From an optimization exercise on the open Yosys and OpenROAD flow, aimed at small area, a short achievable clock period and few clock cycles per item; shortcuts taken in it are not production practice. Function not checked in this run: the RTL went through the layout flow alone.

[flow/constraint.sdc]
create_clock -name core_clock -period 50.0 [get_ports {clk}]
set_input_delay 10.0000 -clock core_clock [delete_from_list [all_inputs] [get_ports {clk}]]
set_output_delay 10.0000 -clock core_clock [all_outputs]
set_load 0.01 [all_outputs]
[flow/design.v]
module comp_merge (
    input  wire         clk,
    input  wire         rst,            
    input  wire [23:0]  cfg_order,      
    input  wire [3:0]   cfg_spr_pos,    
    input  wire [63:0]  cfg_alpha,      
    input  wire [35:0]  cfg_bg,         
    input  wire         in_valid,
    output wire         in_ready,
    input  wire [8:0]   in_vis,         
    input  wire [17:0]  in_prio,        
    input  wire [71:0]  in_alpha,       
    input  wire [323:0] in_col,         
    output reg          out_valid,
    output wire [35:0]  out_col
);
    integer i, j, k, m;
    genvar  g;
    reg [7:0] slot_oh [0:7];            
    reg [8:0] below_d [0:8];
    always @(*) begin
        for (i = 0; i < 8; i = i + 1)
            for (k = 0; k < 8; k = k + 1)
                slot_oh[i][k] = (cfg_order[3*k +: 3] == i[2:0]);
        for (i = 0; i < 9; i = i + 1)
            below_d[i] = 9'd0;
        for (i = 0; i < 8; i = i + 1) begin
            for (j = i + 1; j < 8; j = j + 1)
                for (k = 0; k < 8; k = k + 1)
                    for (m = k + 1; m < 8; m = m + 1)
                        below_d[i][j] = below_d[i][j] | (slot_oh[i][k] & slot_oh[j][m]);
            for (k = 0; k < 8; k = k + 1)
                below_d[i][8] = below_d[i][8] | (slot_oh[i][k] & (k < cfg_spr_pos));
        end
    end
    reg [8:0]  below [0:8];             
    reg [63:0] palpha_q;
    reg [35:0] bg_q;
    always @(posedge clk) begin
        for (i = 0; i < 9; i = i + 1)
            for (j = i + 1; j < 9; j = j + 1)
                below[i][j] <= below_d[i][j];
        palpha_q <= cfg_alpha;
        bg_q     <= cfg_bg;
    end
    wire [7:0] pa [0:8];                
    generate
        for (g = 0; g < 8; g = g + 1) begin : g_pa
            assign pa[g] = palpha_q[8*g +: 8];
        end
    endgenerate
    assign pa[8] = 8'd255;
    reg         ready, k_valid;
    reg [8:0]   k_vis;
    reg [17:0]  k_prio;
    reg [71:0]  k_alpha, s_alpha;
    reg [323:0] k_col,   s_col;
    reg [8:0]   pend;                   
    reg         s_busy;                 
    reg [8:0]   lt_q [0:8];             
    assign in_ready = ready;
    wire acc   = in_valid & ready;
    wire k_act = k_valid & ~s_busy;     
    reg [8:0] lt [0:8];
    reg [8:0] opq, skip;
    reg       a1, a0, b1, b0;
    always @(*) begin
        for (i = 0; i < 9; i = i + 1) begin
            opq[i]  = k_vis[i] & (&k_alpha[8*i +: 8]) & (&pa[i]);
            skip[i] = ~(|k_alpha[8*i +: 8]) | ~(|pa[i]);
            lt[i][i] = 1'b0;
        end
        for (i = 0; i < 9; i = i + 1)
            for (j = i + 1; j < 9; j = j + 1) begin
                a1 = k_prio[2*i+1];  a0 = k_prio[2*i];
                b1 = k_prio[2*j+1];  b0 = k_prio[2*j];
                lt[i][j] = (~a1 & b1) | (~(a1 ^ b1) & ~a0 & b0) |
                           (~(a1 ^ b1) & ~(a0 ^ b0) & below[i][j]);
                lt[j][i] = ~lt[i][j];
            end
    end
    reg [8:0] top, active, sel_k;
    reg       above;
    always @(*) begin
        for (i = 0; i < 9; i = i + 1) begin
            above = 1'b1;               
            for (j = 0; j < 9; j = j + 1)
                if (j != i && opq[j] && !lt[j][i]) above = 1'b0;
            top[i]    = opq[i] & above;
            active[i] = k_vis[i] & ~skip[i] & ~opq[i] & above;
        end
        for (i = 0; i < 9; i = i + 1) begin
            sel_k[i] = active[i];
            for (j = 0; j < 9; j = j + 1)
                if (j != i && active[j] && !lt[i][j]) sel_k[i] = 1'b0;
        end
    end
    reg [8:0] sel_s;
    reg [8:0] lts [0:8];
    always @(*) begin
        for (i = 0; i < 9; i = i + 1) begin
            lts[i][i] = 1'b0;
            for (j = i + 1; j < 9; j = j + 1) begin
                lts[i][j] = lt_q[i][j];
                lts[j][i] = ~lt_q[i][j];
            end
        end
        for (i = 0; i < 9; i = i + 1) begin
            sel_s[i] = pend[i];
            for (j = 0; j < 9; j = j + 1)
                if (j != i && pend[j] && !lts[i][j]) sel_s[i] = 1'b0;
        end
    end
    reg [35:0] d0_top, col_k, col_s;
    reg [7:0]  alpha_k, alpha_s, pa_k, pa_s;
    always @(*) begin
        d0_top  = 36'd0;
        col_k   = 36'd0;
        col_s   = 36'd0;
        alpha_k = 8'd0;
        alpha_s = 8'd0;
        pa_k    = 8'd0;
        pa_s    = 8'd0;
        for (i = 0; i < 9; i = i + 1) begin
            d0_top  = d0_top  | ({36{top[i]}}   & k_col[36*i +: 36]);
            col_k   = col_k   | ({36{sel_k[i]}} & k_col[36*i +: 36]);
            col_s   = col_s   | ({36{sel_s[i]}} & s_col[36*i +: 36]);
            alpha_k = alpha_k | ({8{sel_k[i]}}  & k_alpha[8*i +: 8]);
            alpha_s = alpha_s | ({8{sel_s[i]}}  & s_alpha[8*i +: 8]);
            pa_k    = pa_k    | ({8{sel_k[i]}}  & pa[i]);
            pa_s    = pa_s    | ({8{sel_s[i]}}  & pa[i]);
        end
    end
    wire [35:0] d0      = (|top) ? d0_top : bg_q;
    wire [35:0] p_col   = s_busy ? col_s   : col_k;
    wire [7:0]  p_alpha = s_busy ? alpha_s : alpha_k;
    wire [7:0]  p_pa    = s_busy ? pa_s    : pa_k;
    wire [15:0] av  = p_alpha * p_pa + 16'd127;
    wire [16:0] aw  = av + {8'd0, av[15:8]} + 17'd1;
    wire [7:0]  a1v = aw[15:8];
    wire [8:0] pend_next = s_busy ? (pend & ~sel_s) : k_act ? (active & ~sel_k) : 9'd0;
    wire       busy_next = |pend_next;
    wire       kv_next   = (k_valid & ~k_act) | acc;
    always @(posedge clk) begin
        if (rst) begin
            ready   <= 1'b1;
            k_valid <= 1'b0;
            pend    <= 9'd0;
            s_busy  <= 1'b0;
        end else begin
            ready   <= ~(kv_next & busy_next);
            k_valid <= kv_next;
            pend    <= pend_next;
            s_busy  <= busy_next;
        end
        if (ready) begin
            k_vis <= in_vis; k_prio <= in_prio; k_alpha <= in_alpha; k_col <= in_col;
        end
        if (!s_busy) begin
            s_alpha <= k_alpha; s_col <= k_col;
            for (i = 0; i < 9; i = i + 1)
                for (j = i + 1; j < 9; j = j + 1)
                    lt_q[i][j] <= lt[i][j];
        end
    end
    reg        t_valid, t_start, t_last;
    reg [7:0]  t_a;
    reg [35:0] t_col, t_d0;
    always @(posedge clk) begin
        if (rst) t_valid <= 1'b0;
        else     t_valid <= s_busy | k_act;
        t_start <= ~s_busy;
        t_last  <= ~busy_next;
        t_a     <= a1v;
        t_col   <= p_col;
        t_d0    <= d0;
    end
    reg  [35:0] dst;
    wire [35:0] d_in = t_start ? t_d0 : dst;
    wire [35:0] d_new;
    generate
        for (g = 0; g < 3; g = g + 1) begin : g_ch
            wire [11:0] c  = t_col[12*g +: 12];
            wire [11:0] d  = d_in[12*g +: 12];
            wire [12:0] e  = {1'b1, c} - {1'b0, d};           
            wire [20:0] u  = t_a * e - {1'b0, t_a, 12'd0} + 21'd1044607;
            wire [29:0] s  = {u, 8'd0} + u + u[20:8] + 30'd256 + {d, 16'd0};
            assign d_new[12*g +: 12] = s[27:16];
        end
    endgenerate
    always @(posedge clk) begin
        if (rst) out_valid <= 1'b0;
        else     out_valid <= t_valid & t_last;
        if (t_valid) dst <= d_new;
    end
    assign out_col = dst;
endmodule
[flow/flow/run.sh]
#!/bin/bash
# The standard layout (the standard.sh: ORFS synthesis to finish, unchanged
# SDC), with two optimisation settings passed to ORFS:
#  - SETUP_SLACK_MARGIN: repair_timing aims for this much setup slack against
#    the design's clock, so the critical paths get sized and buffered;
#  - BUFFER_PORTS_ARGS: every input and output port still gets its own buffer,
#    a buf_1 instead of the default cell.
# All tool output goes to flow_make.log in this folder (ORFS's per-step logs
# stay under orfs/logs).
set -euo pipefail
bash standard.sh \
    SETUP_SLACK_MARGIN=38.5 \
    "BUFFER_PORTS_ARGS=-buffer_cell sky130_fd_sc_hd__buf_1" \
    finish > flow_make.log 2>&1
[flow/config.mk]
export PLATFORM = sky130hd
export DESIGN_NAME = comp_merge
export DESIGN_NICKNAME = comp_merge
export VERILOG_FILES = /design/flow/design.v
export SDC_FILE = /design/flow/constraint.sdc
export NUM_CORES = 4
export LEC_CHECK = 0
export CAP_MARGIN = 20
export CORE_MARGIN = 2
export CORE_UTILIZATION = 55
export SLEW_MARGIN = 20
[flow/standard.sh]
#!/bin/bash
# synth_recipe.tcl (not shown) runs the flow's synth.tcl, then flattens the netlist and writes it again
# the make line also repeats each setting of config.mk as NAME=value (left out here)
make -C /OpenROAD-flow-scripts/flow DESIGN_CONFIG=/design/flow/config.mk WORK_HOME=/design/flow/orfs CLKGATE_MAP_FILE= SYNTH_SCRIPT=/design/flow/synth_recipe.tcl "${@:-finish}"
==> run summary <==
==> worst max-delay path: stages <==
cell,delay (ns)
buf_1,0.33
nand3b_1,0.49
o21ai_0,0.37
or3_1,0.42
a222oi_1,0.30
o2111ai_1,0.19
==> timing repair <==
| item | in CTS | in global routing |
|---|---|---|
| gates cloned | 1 | 1 |
| buffers inserted | 3 | 42 |
| resized for setup | 31 | 104 |
| setup endpoints to repair | 19 | 40 |
| pin swaps | 1 | 36 |
==> final timing paths <==
| path | start | end |
|---|---|---|
| setup / recovery | cfg_order[2] | below[3][8] |
| setup reg to reg | t_start | dst[11] |
| hold reg to reg | t_last | out_valid |
| hold / removal | t_last | out_valid |
==> flip-flops by register name (all words and copies together) (netlist names), 8 cells and up <==
signal and flops:
k_col 324, s_col 324, k_alpha 72, s_alpha 72
palpha_q 64, below 36, bg_q 36, dst 36
lt_q 36, t_col 36, t_d0 36, k_prio 18
k_vis 9, pend 9, t_a 8
==> routing by layer <==
metal | global-route usage | vias up
met1 | 0.5366 | 25710
met4 | 0.1932 | 4
met2 | 0.5881 | 3833
li1 | - | 22230
met3 | 0.1188 | 721
met5 | 0 | -
==> final cells by class <==
class                           instances  area [um^2]  area share
Multi-Input combinational cell       3739        31810      0.4269
Timing Repair Buffer                  725         3356     0.04504
Clock inverter                         77        945.9     0.01270
Clock buffer                          136         3017     0.04049
Tap cell                             1536         1922     0.02579
Antenna cell                           23        57.56   0.0007724
Inverter                              528         1989     0.02670
Sequential cell                      1123        31420      0.4216
==> layout by cell type (no fill, tap or decap), types with 48 or more instances in the layout <==
cell type,count
edfxtp_1,891
buf_1,583
inv_1,521
ha_1,476
nand2_1,441
fa_1,309
nor2_1,240
dfxtp_1,228
a221oi_1,204
a22o_1,174
a22oi_1,166
a21oi_1,157
nand3_1,129
buf_4,122
clkbuf_16,116
and2_1,115
o21ai_0,113
xnor2_1,80
nand4_1,72
nor2b_1,61
nor3_1,52
nand2b_1,51
o21a_1,51
a31oi_1,51
a211oi_1,48
==> stage by stage <==
step	cells	util
after detailed placement	7604	0.5892
after CTS	7821	0.6247
after global placement	7604	0.5892
after global routing	7881	0.6317
after floorplan	5634	-
final	7887	0.6319
==> cell families (layout without fill, tap and decap cells) <==
family	Yosys count	after routing	synth area share
simple gates	1430	1430	0.1099
fa+ha+maj	794	794	0.1874
buf+inv	772	1466	0.04478
other cells	0	23	0
xor+xnor	134	134	0.01797
flops	1123	1123	0.4808
compound gates	1342	1342	0.1531
mux	39	39	0.006035
==> flow_summary.json <==
{
  "r2r_slack_ns": 38.86,
  "syn_area_per_cell_um2": 11.59,
  "viasPerCell": 6.656,
  "cts_hold_buffers": 0,
  "dp_slack_ns": 37.44,
  "die_w_um": 348.6,
  "ant_nets": 0,
  "synth_top_cell_area_share": 0.4097,
  "yosysWarnings": 7,
  "cts_tree": "done",
  "final_nets": 7571,
  "maxCapViolations": 0,
  "ys_ff_latch": 1123,
  "worstPathRequired_ns": 50.63,
  "wl_met3_mm": 33.84,
  "tightest_slew_ns": 1.168,
  "synth_cells": 5634,
  "rsz0062_at_grt": "yes",
  "cts.clk_slew.worst_paths_ns": 0.08,
  "ios": 592,
  "max_freq_mhz": 87.10,
  "h-tree-depth": 3,
  "met2_length_mm": 107.3,
  "die_area_um2": 121500,
  "final_max_slew_viol_count": 0,
  "synthFlopType": "edfxtp_1",
  "hpwl_mm": 180.7,
  "min_path_type": "flip-flop to flip-flop",
  "layout_setup_ws_ns": 38.52,
  "drtIter0Drc": 7451,
  "worstSkewPairLatency_ns": 0.80,
  "core_area_um2": 117900,
  "cts.sinks": 1123,
  "drive_above_1_share": 0.08138,
  "synth_common_cells": "edfxtp_1, inv_1, ha_1, nand2_1, fa_1",
  "synth-edff-count": 891,
  "chipHeight_um": 348.6,
  "drc": 0,
  "initial_utilization": 0.5538,
  "drtPass1Iterations": 7,
  "wl_per_cell_um": 31.34,
  "holdPathStages": 2,
  "fin_crit_ns": 11.48,
  "crit_type": "input pin to flip-flop",
  "synth_cell_types": 95,
  "drt-met1-wl_mm": 92.39,
  "gp_congestion": 1.040,
  "placed_area_um2": 69480,
  "portBuffers": 591,
  "grt_usage": 0.3980,
  "rows": 126,
  "worst_hold_slack_ns": 0.4141,
  "synthArstFlopShare": 0,
  "fin_skew_ns": 0.09500,
  "synth_nets": 6975,
  "setup_viol": 0,
  "totalWireLength_mm": 247.1,
  "clockBufferDepth": 3,
  "finalCritPeriodShare": 0.2296,
  "status": "timing/DRC/antenna clean",
  "grt_pass1_vias": 50280,
  "num_vias": 52500,
  "yosysMostFrequentCell": "edfxtp_1",
  "crit_fanout": 11,
  "top_layer_used": "met5",
  "maxSlewHeadroom": 0.2177,
  "syn2layout_area_growth_pct": 14.10,
  "synth_seq_area_share": 0.4808,
  "cts_root_buf": "clkbuf_16",
  "grt_max_degree": 151,
  "synthTopCellsByArea": "edfxtp_1, fa_1, ha_1, dfxtp_1, inv_1",
  "start_kind": "input pin",
  "ff2ff_path_depth": 51,
  "synth_largest_area_cell": "edfxtp_1",
  "cts_buffers": 113,
  "grt_pass1_wl_mm": 347.0,
  "design_area_um2": 74510,
  "antenna_found_initial": 34,
  "n_fill_cell": 9485,
  "cp.arrival_ns": 12.11,
  "end_kind": "flip-flop",
  "finalHoldViolations": 0,
  "syn-cell-area_um2": 65300,
  "gr-total-overflow": 0,
  "setup_tns_ns": 0
}

## port drivers added, routing unchanged
How much do the figures lean on ideal ports? The routed layout below was timed once more, with nothing changed but the port constraints.
Step 1 (the two cells are an assumption about what drives the block):
set clk [get_ports {clk}]
set_driving_cell -lib_cell sky130_fd_sc_hd__clkbuf_16 $clk
set_driving_cell -lib_cell sky130_fd_sc_hd__buf_2 [delete_from_list [all_inputs] $clk]
Step 2 also shifts input and output timing later by t, the mid clock arrival at the registers, as if the neighbouring blocks saw the same clock.
Three values: ideal ports, drivers, drivers and shift; two values: the first two.
shift t [ns]: 0.830
slack for setup (ns): 38.519 / 38.439 / 37.742
clock arrival spread, ns: 0.102 / 0.101
slew at the worst register clock pin (ns): 0.08 / 0.08
worst data-port slew with drivers (ns): 0.20
After both steps this run still meets setup and hold. For this run, drivers alone change the setup slack by -0.080 ns; drivers and shift together by -0.777 ns.
